From an optimization exercise on the open Yosys and OpenROAD flow, aimed at small area; shortcuts taken in it are not production practice.
The RTL was checked by simulation tests, not by an equivalence proof against the original design.
Power is estimated from default activity; no workload was simulated.

ember:
## prism_engine
module prism_engine (
    input  wire        clk,
    input  wire        rst,
    input  wire        start,
    input  wire        stop,
    input  wire [9:0]  entry,
    input  wire [10:0] len,
    input  wire [15:0] div,
    output reg  [2:0]  state,
    output reg  [3:0]  cause,
    output reg  [2:0]  start_err,
    output wire [9:0]  imem_addr,
    input  wire [31:0] imem_rdata,
    output reg         dmem_re,
    output reg         dmem_we,
    output reg  [7:0]  dmem_addr,
    output reg  [31:0] dmem_wdata,
    input  wire [31:0] dmem_rdata,
    input  wire [63:0] rtime,
    input  wire [7:0]  pin_in,
    output reg  [7:0]  pin_out,
    output reg  [7:0]  pin_oe,
    input  wire        in_valid,
    input  wire [31:0] in_data,
    output wire        in_ready,
    output wire [4:0]  in_level,
    output wire        out_valid,
    output wire [31:0] out_data,
    input  wire        out_ready,
    output wire [4:0]  out_level,
    output reg  [31:0] pub_word,
    output reg  [3:0]  irq
);
==> flow/config.mk <==
export PLATFORM = sky130hd
export DESIGN_NAME = prism_engine
export DESIGN_NICKNAME = prism_engine
export VERILOG_FILES = /design/flow/design.v
export SDC_FILE = /design/flow/constraint.sdc
export NUM_CORES = 4
export LEC_CHECK = 0
export ABC_AREA = 1
export CAP_MARGIN = 30
export CORE_MARGIN = 2
export CORE_UTILIZATION = 50
export CTS_BUF_LIST = sky130_fd_sc_hd__clkbuf_8
export CTS_CLUSTER_DIAMETER = 80
export CTS_CLUSTER_SIZE = 14
export SLEW_MARGIN = 30
==> flow/constraint.sdc <==
create_clock -name core_clock -period 12.0 [get_ports {clk}]
set_input_delay 2.4000 -clock core_clock [delete_from_list [all_inputs] [get_ports {clk}]]
set_output_delay 2.4000 -clock core_clock [all_outputs]
set_load 0.01 [all_outputs]
standard.sh (not shown) runs the stock make flow with config.mk's settings and CLKGATE_MAP_FILE= SYNTH_SCRIPT=/design/flow/synth_recipe.tcl, a recipe that flattens the netlist after the stock synthesis.
==> flow/flow/run.sh <==
#!/bin/bash
# Layout flow: the standard flow, with the port buffers made from the
# smallest plain buffer instead of the flow's default delay buffer.
set -o pipefail
export BUFFER_PORTS_ARGS="-buffer_cell sky130_fd_sc_hd__buf_1"
bash standard.sh 2>&1 | tee standard.log
[inputs] raven vs ember
- CTS_CLUSTER_SIZE removed (was 14)
- CAP_MARGIN changed from 30 to 20
- SLEW_MARGIN changed from 30 to 20
- CORE_UTILIZATION changed from 50 to 45
- CTS_CLUSTER_DIAMETER removed (was 80)
## What came out
- Cells: raven has more instances than ember
- Largest stage delay on the critical path: ember and raven compared, higher one is ember
- Looking at area growth from synthesis to layout, raven sits 3.6 points higher than ember does.
- ember and raven ended up with roughly the same final sum of negative setup slack.
- Looking at ember and raven, the maximum operating frequency is a wash.
- Against ember as the reference, raven delivers a lower fraction of area in registers.
- In raven, the time the final worst path needs with I/O delays and setup came out 22 ps below the value in ember.
- Comparing raven with ember, the required time at the worst-slack endpoint came out essentially unchanged.
- In raven relative to ember, switching power had gone up by more than 10%.
- Of ember and raven, the lower post-route worst setup slack belongs to ember.

== trial 73 ==
prism_engine again, from the RTL that the note above started with.
clock: 12.0 ns
lec_check: 0
abc_area: 1
cap_margin: 20
core_margin: 2
core_utilization: 45
cts_buf_list: sky130_fd_sc_hd__clkbuf_8
cts_cluster_diameter: 80
cts_cluster_size: 14
slew_margin: 20
==> flow/flow/run.sh <==
#!/bin/bash
# Layout flow: the standard flow, with the port buffers made from the
# smallest plain buffer instead of the flow's default delay buffer, and
# cells on paths with slack to spare sized down after global routing.
set -o pipefail
export BUFFER_PORTS_ARGS="-buffer_cell sky130_fd_sc_hd__buf_1"
export RECOVER_POWER=100
bash standard.sh 2>&1 | tee standard.log
Although it ran to completion, trial 73 produced a layout that fails the final checks because of capacitance limit, slew limit, setup timing.
Relative to trial 73, the following input files were edited for trial 40:
- CAP_MARGIN: 20 -> 30
- SLEW_MARGIN: 20 -> 30
==> flow/flow/run.sh <==
#!/bin/bash
# Layout flow: the standard flow, with the port buffers made from the
# smallest plain buffer instead of the flow's default delay buffer.
set -o pipefail
export BUFFER_PORTS_ARGS="-buffer_cell sky130_fd_sc_hd__buf_1"
bash standard.sh 2>&1 | tee standard.log
Notes after the runs:
Trial 40 ended up with a higher fraction of final layout cells with drive strength greater than 1 than trial 73 did.
Net switching power figure, trial 40 and trial 73: larger value in trial 40
Where final critical-path required period is concerned, trial 73 is outperformed by trial 40.
Trial 40 | status: complete | timing, DRC, antenna: pass
Cell area after placement: trial 40 vs trial 73, no meaningful difference
Clock group share of total power is lower on trial 40
Comparing trial 73 against trial 40, there is no change at all in number of antenna diodes.
Cmp trial 40 and trial 73 / utilization / lower: trial 73
Trial 73 -> trial 40: via count flat
For the share of power burned in combinational logic, trial 40 came in 1.1 points higher than trial 73 did.
From trial 40 to trial 73, number of levels the H-tree was split into did not move at all.

-- afterwards: timing with drivers on the ports --
The results above use ideal ports. As a check the final layouts listed here were re-extracted and re-timed, cells and wires unchanged.
Step 1: set_driving_cell puts a clkbuf_16 on clk and a buf_2 on each other input, an assumption about the parent block.
Step 2, shift: input delay + t, output delay - t, t = (earliest + latest rising clock arrival at the registers) / 2. This alone moves slack from input paths to output paths.
Slacks: no drivers / after step 1 / after step 2; pairs: no drivers / after step 1.
run	shift t [ns]	setup slack, ns	worst hold slack (ns)
ember	1.071	0.307 / 0.286 / 0.008	0.448 / 0.448 / 0.448
raven	1.111	0.328 / 0.305 / -0.197	0.442 / 0.442 / 0.442
trial 73	1.080	-0.044 / -0.078 / -0.954	0.450 / 0.450 / 0.450
trial 40	1.051	0.523 / 0.503 / -0.343	0.452 / 0.452 / 0.452
With both steps, setup timing fails in raven and trial 40, where it was met with ideal ports. The setup slack of trial 73, which loses most, moves by -0.034 ns with the drivers and by -0.910 ns with both steps.
